What follows belongs to an exercise in optimizing a design on an open flow for small area, a short achievable clock period and few clock cycles per item; a production flow would make more cautious choices.
In this exercise RTL edits were held to simulation tests only and were not proved equivalent to the original.

==> design.v <==
module das_combine (
    input  wire        clk,
    input  wire        rst,           
    input  wire        in_valid,
    output wire        in_ready,
    input  wire [23:0] in_phx,        
    input  wire [23:0] in_phy,
    input  wire [23:0] in_px,
    input  wire [23:0] in_py,
    input  wire [15:0] in_ax,         
    input  wire [15:0] in_ay,
    input  wire [15:0] in_qx,
    input  wire [15:0] in_qy,
    input  wire [31:0] in_fade_thr,   
    output reg         out_valid,
    output reg  [23:0] out_d,         
    output reg         out_fade
);
    localparam NSTEP = 12;            
    localparam SPS   = 2;             
    localparam NDS   = 5;             
    localparam FST   = NSTEP - SPS * NDS;    
    localparam [1:0] ST_IDLE = 2'd0, ST_WAIT = 2'd1, ST_P2 = 2'd2;
    reg  [1:0] st;
    reg        rdy_q;
    assign in_ready = rdy_q;
    reg        v0;
    reg [23:0] phx0, phy0, px0, py0;
    reg [15:0] ax0, ay0, qx0, qy0;
    reg [31:0] thr0;
    wire [23:0] dxA = phx0 - px0;
    wire [23:0] dyA = phy0 - py0;
    wire [23:0] eA  = dyA - dxA;
    wire        sA  = eA[23];
    wire [23:0] eaA = sA ? (24'd0 - eA) : eA;       
    wire [31:0] wxA = ax0 * qx0;
    wire [31:0] wyA = ay0 * qy0;
    wire [32:0] wA  = {1'b0, wxA} + {1'b0, wyA};
    wire        fadeA = (wA < {1'b0, thr0});
    wire        slowA = |eaA[23:12];
    reg        vF, slowF, sF, fadeF;
    reg [31:0] wyF;
    reg [32:0] wF;
    reg [23:0] eaF, dxF;
    wire hold = vF & slowF & (st != ST_P2);
    reg  [32:0] r1;                   
    reg  [11:0] q1;                   
    wire        p2M = (st == ST_P2);
    wire        p1M = vF & slowF & (st == ST_IDLE);
    wire [11:0] cM  = p2M ? {eaF[23], eaF[10:0]} :
                      slowF ? (eaF[22:11] | {12{eaF[23]}}) : eaF[11:0];
    wire [44:0] xM  = wyF * cM + (p2M ? {r1, 11'd0} : 45'd0);
    wire        vM  = (vF & ~slowF) | p1M | p2M;
    function [44:0] dstep;            
        input [44:0] rl;
        input [32:0] w;
        reg   [33:0] sh;
        reg   [34:0] df;
        begin
            sh = rl[44:11];
            df = {1'b0, sh} - {2'b0, w};
            dstep[44:12] = df[34] ? sh[32:0] : df[32:0];
            dstep[11:0]  = {rl[10:0], ~df[34]};
        end
    endfunction
    wire [44:0] rlD [0:NDS];
    wire [32:0] wD  [0:NDS];
    wire [23:0] dxD [0:NDS];
    wire        vD  [0:NDS];
    wire        sD  [0:NDS];
    wire        fD  [0:NDS];
    wire        p1D [0:NDS];
    wire [44:0] rlN [0:NDS];
    genvar g, h;
    generate
        for (g = 0; g <= NDS; g = g + 1) begin : ds
            reg [44:0] rl;
            reg [32:0] w;
            reg [23:0] dx;
            reg        v, s, f, p1;
            assign rlD[g] = rl; assign wD[g] = w; assign dxD[g] = dx;
            assign vD[g] = v; assign sD[g] = s; assign fD[g] = f; assign p1D[g] = p1;
            localparam NS = (g < NDS) ? SPS : FST;
            wire [44:0] t [0:NS];
            assign t[0] = rl;
            for (h = 0; h < NS; h = h + 1) begin : stp
                assign t[h+1] = dstep(t[h], w);
            end
            assign rlN[g] = t[NS];
            if (g == 0) begin : first
                always @(posedge clk) begin
                    v  <= vM & ~rst;
                    p1 <= p1M;
                    rl <= xM;
                    w  <= wF;
                    dx <= dxF;
                    s  <= sF;
                    f  <= fadeF;
                end
            end else begin : rest
                always @(posedge clk) begin
                    v  <= vD[g-1] & ~rst;
                    p1 <= p1D[g-1];
                    rl <= rlN[g-1];
                    w  <= wD[g-1];
                    dx <= dxD[g-1];
                    s  <= sD[g-1];
                    f  <= fD[g-1];
                end
            end
        end
    endgenerate
    wire [32:0] rE  = rlN[NDS][44:12];
    wire [11:0] qE  = rlN[NDS][11:0];
    wire [32:0] wE  = wD[NDS];
    wire [33:0] r2E = {rE, 1'b0};
    wire        rndE = (r2E > {1'b0, wE}) || ((r2E == {1'b0, wE}) && qE[0]);
    wire        sE  = sD[NDS];
    wire [23:0] SE  = {24{sE}};
    wire [23:0] dE  = dxD[NDS] + ({1'b0, q1, 11'd0} ^ SE) + ({12'd0, qE} ^ SE)
                      + {22'd0, sE & ~rndE, rndE};
    wire        wzE = ~|wE;
    wire        vE  = vD[NDS];
    wire        p1E = p1D[NDS];
    always @(posedge clk) begin
        if (!hold) begin
            v0   <= in_valid & rdy_q & ~rst;
            phx0 <= in_phx; phy0 <= in_phy; px0 <= in_px; py0 <= in_py;
            ax0  <= in_ax;  ay0  <= in_ay;  qx0 <= in_qx; qy0 <= in_qy;
            thr0 <= in_fade_thr;
        end
        if (!hold) begin
            vF    <= v0;
            slowF <= slowA;
            sF    <= sA;
            fadeF <= fadeA;
            wyF   <= wyA;
            wF    <= wA;
            eaF   <= eaA;
            dxF   <= dxA;
        end
        out_valid <= vE & ~p1E;
        out_d     <= wzE ? 24'd0 : dE;
        out_fade  <= fD[NDS];
        r1        <= rE;
        if (vE) q1 <= p1E ? qE : 12'd0;
        case (st)
            ST_IDLE: if (p1M) st <= ST_WAIT;
            ST_WAIT: if (vE & p1E) st <= ST_P2;
            default: st <= ST_IDLE;
        endcase
        if (hold)
            rdy_q <= (st == ST_WAIT) & vE & p1E;
        else
            rdy_q <= ~(v0 & slowA);
        if (rst) begin
            v0 <= 1'b0; vF <= 1'b0; st <= ST_IDLE; rdy_q <= 1'b1; q1 <= 12'd0;
            out_valid <= 1'b0;
        end
    end
endmodule
==> run.sh <==
#!/bin/bash
# synth_recipe.tcl (not shown) runs the flow's synth.tcl, then flattens the netlist and writes it again
# the make line also repeats each setting of config.mk as NAME=value (left out here)
make -C /OpenROAD-flow-scripts/flow DESIGN_CONFIG=/design/flow/config.mk WORK_HOME=/design/flow/orfs CLKGATE_MAP_FILE= SYNTH_SCRIPT=/design/flow/synth_recipe.tcl finish
==> config.mk <==
export PLATFORM = sky130hd
export DESIGN_NAME = das_combine
export DESIGN_NICKNAME = das_combine
export VERILOG_FILES = /design/flow/design.v
export SDC_FILE = /design/flow/constraint.sdc
export NUM_CORES = 4
export LEC_CHECK = 0
export ABC_AREA = 1
export CAP_MARGIN = 20
export CORE_MARGIN = 2
export CORE_UTILIZATION = 40
export PLACE_DENSITY = 0.6
export SLEW_MARGIN = 20
==> constraint.sdc <==
create_clock -name core_clock -period 15.0 [get_ports {clk}]
set_input_delay 3.0000 -clock core_clock [delete_from_list [all_inputs] [get_ports {clk}]]
set_output_delay 3.0000 -clock core_clock [all_outputs]
set_load 0.01 [all_outputs]
==> summary.txt <==
-- per-stage QoR --
| stage | setup slack, ns | instance area (um^2) | utilization |
|---|---|---|---|
| after floorplan | 5.22 | 87800 | - |
| after global placement | 3.86 | 92500 | 0.425 |
| after detailed placement | 3.84 | 92500 | 0.425 |
| after CTS | 3.78 | 96600 | 0.444 |
| after global routing | 2.80 | 96600 | 0.444 |
| final | 3.80 | 96600 | 0.444 |
-- final timing paths --
check	start	endpoint	slack, ns	cells after the start
worst max-delay path	ds[5].w[3]$_DFF_P_	out_d[21]$_SDFF_PN0_	3.80	62
worst min-delay path	ds[3].w[11]$_DFF_P_	ds[4].w[11]$_DFF_P_	0.31	0
worst max register to register	ds[5].w[3]$_DFF_P_	out_d[21]$_SDFF_PN0_	3.80	62
worst min register to register	ds[3].w[11]$_DFF_P_	ds[4].w[11]$_DFF_P_	0.31	0
-- Yosys cell counts (25+ instances only) --
cell | number | share of area
ha_1 | 846 | 0.12
a21oi_1 | 728 | 0.042
nor4_1 | 35 | 0.0025
o21a_1 | 41 | 0.0035
xor2_1 | 274 | 0.027
nor3_1 | 85 | 0.0048
a21o_1 | 53 | 0.0045
o21ai_1 | 106 | 0.0060
dfxtp_1 | 712 | 0.16
inv_2 | 25 | 0.0011
inv_1 | 2010 | 0.086
buf_1 | 27 | 0.0012
nand4_1 | 86 | 0.0061
edfxtp_1 | 308 | 0.11
nor2_1 | 623 | 0.027
nand2_2 | 31 | 0.0022
buf_2 | 38 | 0.0022
o21ai_0 | 459 | 0.026
fa_1 | 794 | 0.18
nand2_1 | 2403 | 0.10
nand3_1 | 304 | 0.017
xnor2_1 | 211 | 0.021
o21bai_1 | 43 | 0.0037
a31oi_1 | 56 | 0.0040
nand3b_1 | 25 | 0.0021
or2_2 | 39 | 0.0028
clkbuf_1 | 202 | 0.0086
o211ai_1 | 26 | 0.0022
-- sequential cells by signal, indices dropped and copies added, names as in the netlist, 12 cells and up --
name   cells
ax0       16
ay0       16
ds.dx    144
ds.rl    270
ds.w     198
dxF       24
eaF       24
out_d     24
phx0      24
phy0      24
px0       24
py0       24
q1        12
qx0       16
qy0       16
r1        33
thr0      32
wF        33
wyF       32
-- kinds of logic after synthesis --
group,count (synthesis),synth area share
adders and majority gates,1640,0.302
buffers and inverters,2333,0.102
and+or+nand+nor,3690,0.173
xor gates and xnor gates,487,0.0488
muxes,20,0.00257
DFF,1020,0.268
AOI/OAI and AO/OA,1633,0.104
-- area by class of cell --
cell class	count	share of cell area
Clock inverter	81	0.00995
Clock buffer	135	0.0321
Tap cell	2854	0.0370
Antenna cell	2	0.0000518
Multi-Input combinational cell	7470	0.573
Inverter	2040	0.0794
Sequential cell	1020	0.243
Timing Repair Buffer	252	0.0254
-- layer usage --
| metal | vias up | global-route usage |
|---|---|---|
| met5 | - | 0 |
| met4 | 4 | 0.0875 |
| met3 | 361 | 0.0269 |
| met2 | 1919 | 0.397 |
| met1 | 34300 | 0.330 |
| li1 | 34300 | - |
-- cell usage in the layout, fill, tap and decap left out, types with 39 or more instances in the layout --
cell	n
nand2_1	2402
inv_1	2010
ha_1	846
fa_1	794
a21oi_1	728
dfxtp_1	712
nor2_1	623
o21ai_0	455
edfxtp_1	308
nand3_1	303
xor2_1	274
clkdlybuf4s50_1	220
xnor2_1	211
clkbuf_16	117
o21ai_1	107
nand4_1	86
nor3_1	85
a31oi_1	56
a21o_1	53
o21bai_1	43
o21a_1	41
or2_2	39
==> out/qor.tcl <==
set qor(outcome) {complete, no violations}
set qor(synth-seq-area-share) 0.268
set qor(grt_usage) 0.242
set qor(flip_flop_and_latch_area_mm2) 0.0235
set qor(worst_setup_hold_path_clk_slew_ns) 0.07
set qor(clkSinkCount) 1020
set qor(maxClockFrequency_mhz) 89.3
set qor(timing_hold_violations_final) 0
set qor(required_ns) 15.68
set qor(worst_path_largest_cell_delay_ns) 0.47
set qor(cp_slowest_cell) {inv_6}
set qor(worst_clock_skew_ns) 0.0693
set qor(cts_made_buffers) 113
set qor(final_layout_size_suffix_gt1_frac) 0.0397
set qor(wirelength_mm) 272
set qor(maxCapViolCount) 0
set qor(post_cts.resized_instances) 0
set qor(synth_register_bits) 1020
set qor(ant_nets) 0
set qor(grt_setup_unrepaired) {false}
set qor(route.met3.wl_mm) 13.2
set qor(route.met2.wl_mm) 125
set qor(dr.pass1.iters) 6
set qor(minimum_clock_period_after_layout_ns) 11.20
set qor(grt_pass1_wl_mm) 418
set qor(postSynth.asyncResetShare) 0
set qor(grt_antenna_before_repair) 14
set qor(hold_ws_ns) 0.314
set qor(finish.net_count) 12700
set qor(cts.hold.buffers_added) 0
set qor(via_per_inst) 5.12
set qor(syn-num-nets) 12700
set qor(final-max-slew-violation-count) 0
set qor(grt-ovfl-total) 0
set qor(synth-warning-count) 1
set qor(setup.worst_path.start_class) {register}
set qor(floorplan.die_area_mm2) 0.223
set qor(routedLengthMet1_mm) 123
set qor(fin_crit_sh) 0.747
set qor(gp_routability_congestion) 0.973
set qor(worst_skew_pair.late_latency_ns) 0.81
set qor(min-delay-path-class) {register to register}
set qor(die_y_um) 472
set qor(area_growth_pct) 10.0
set qor(timing_worst_slew_pin_value_ns) 0.997
set qor(design.portCount) 222
set qor(place_hpwl_mm) 228
set qor(cp.arrival_ns) 11.88
set qor(buffers_plus_inverters_on_the_worst_setup_path) 9
set qor(fp.dieW_um) 472
set qor(highest-signal-layer) {met5}
set qor(timing.critical_path.fanout_max) 41
set qor(starting_utilization_of_the_core_area) 0.403
set qor(io_buffers) 221
set qor(final.fill_count) 21600
set qor(dominantRegCellSynth) {dfxtp_1}
set qor(cts_max_level) 3
set qor(synth.cell_area_mm2) 0.0878
set qor(setup_viol) 0
set qor(final.setup.tns_ns) 0
set qor(drt-wirelength-per-cell_um) 19.6
set qor(ys_types) 76
set qor(critical_path_class) {register to register}
set qor(grt_max_degree) 124
set qor(drcViolationCount) 0
set qor(rows) 171
set qor(drt_first_iter_violations) 4892
set qor(vias) 70900
set qor(via_count_of_the_first_global_routing_pass) 71300
set qor(synth-edff-count) 308
set qor(cpLargestDelayFamily) {simple AND/OR/NAND/NOR gates}
set qor(timing.slew.headroom) 0.333
set qor(cts_tree) {done}
set qor(cp-end-kind) {register}
set qor(placeableCoreArea_mm2) 0.218
set qor(multi_input_area_mm2) 0.0553
set qor(clockRootBuffer) {clkbuf_16}
set qor(crit_top_cell) {nand2_1}
set qor(syn_avg_cell_area_um2) 8.11
set qor(number_of_standard_cells_after_synthesis) 10800
set qor(clock_tree.buffer_depth) 3
set qor(numPlacedInstances) 13600
set qor(finish.cell_count_without_fillers) 13900
set qor(post-cts-setup-buffers) 0
Testbench counts, summed over its fixed seeds: cycles 12,072, items 12,000.

==> port drivers added, routing unchanged <==
The flow's constraints put no driver on any port. The routed layout listed below was extracted and timed again, unchanged, in two steps.
Step 1 assumes that a clkbuf_16 drives the clock port and a buf_2 every other input.
Step 2 also shifts input and output timing later by t, the mid clock arrival at the registers, as if the neighbouring blocks saw the same clock.
Slacks: ideal / step 1 / step 2; pairs: ideal / step 1.
t (ns): 0.869
setup slack, ns: 3.796 / 3.796 / 3.796
latest minus earliest clock arrival (ns): 0.072 / 0.073
After both steps this run still meets setup and hold. For this run, drivers alone change the setup slack by 0.000 ns; drivers and shift together by 0.000 ns.
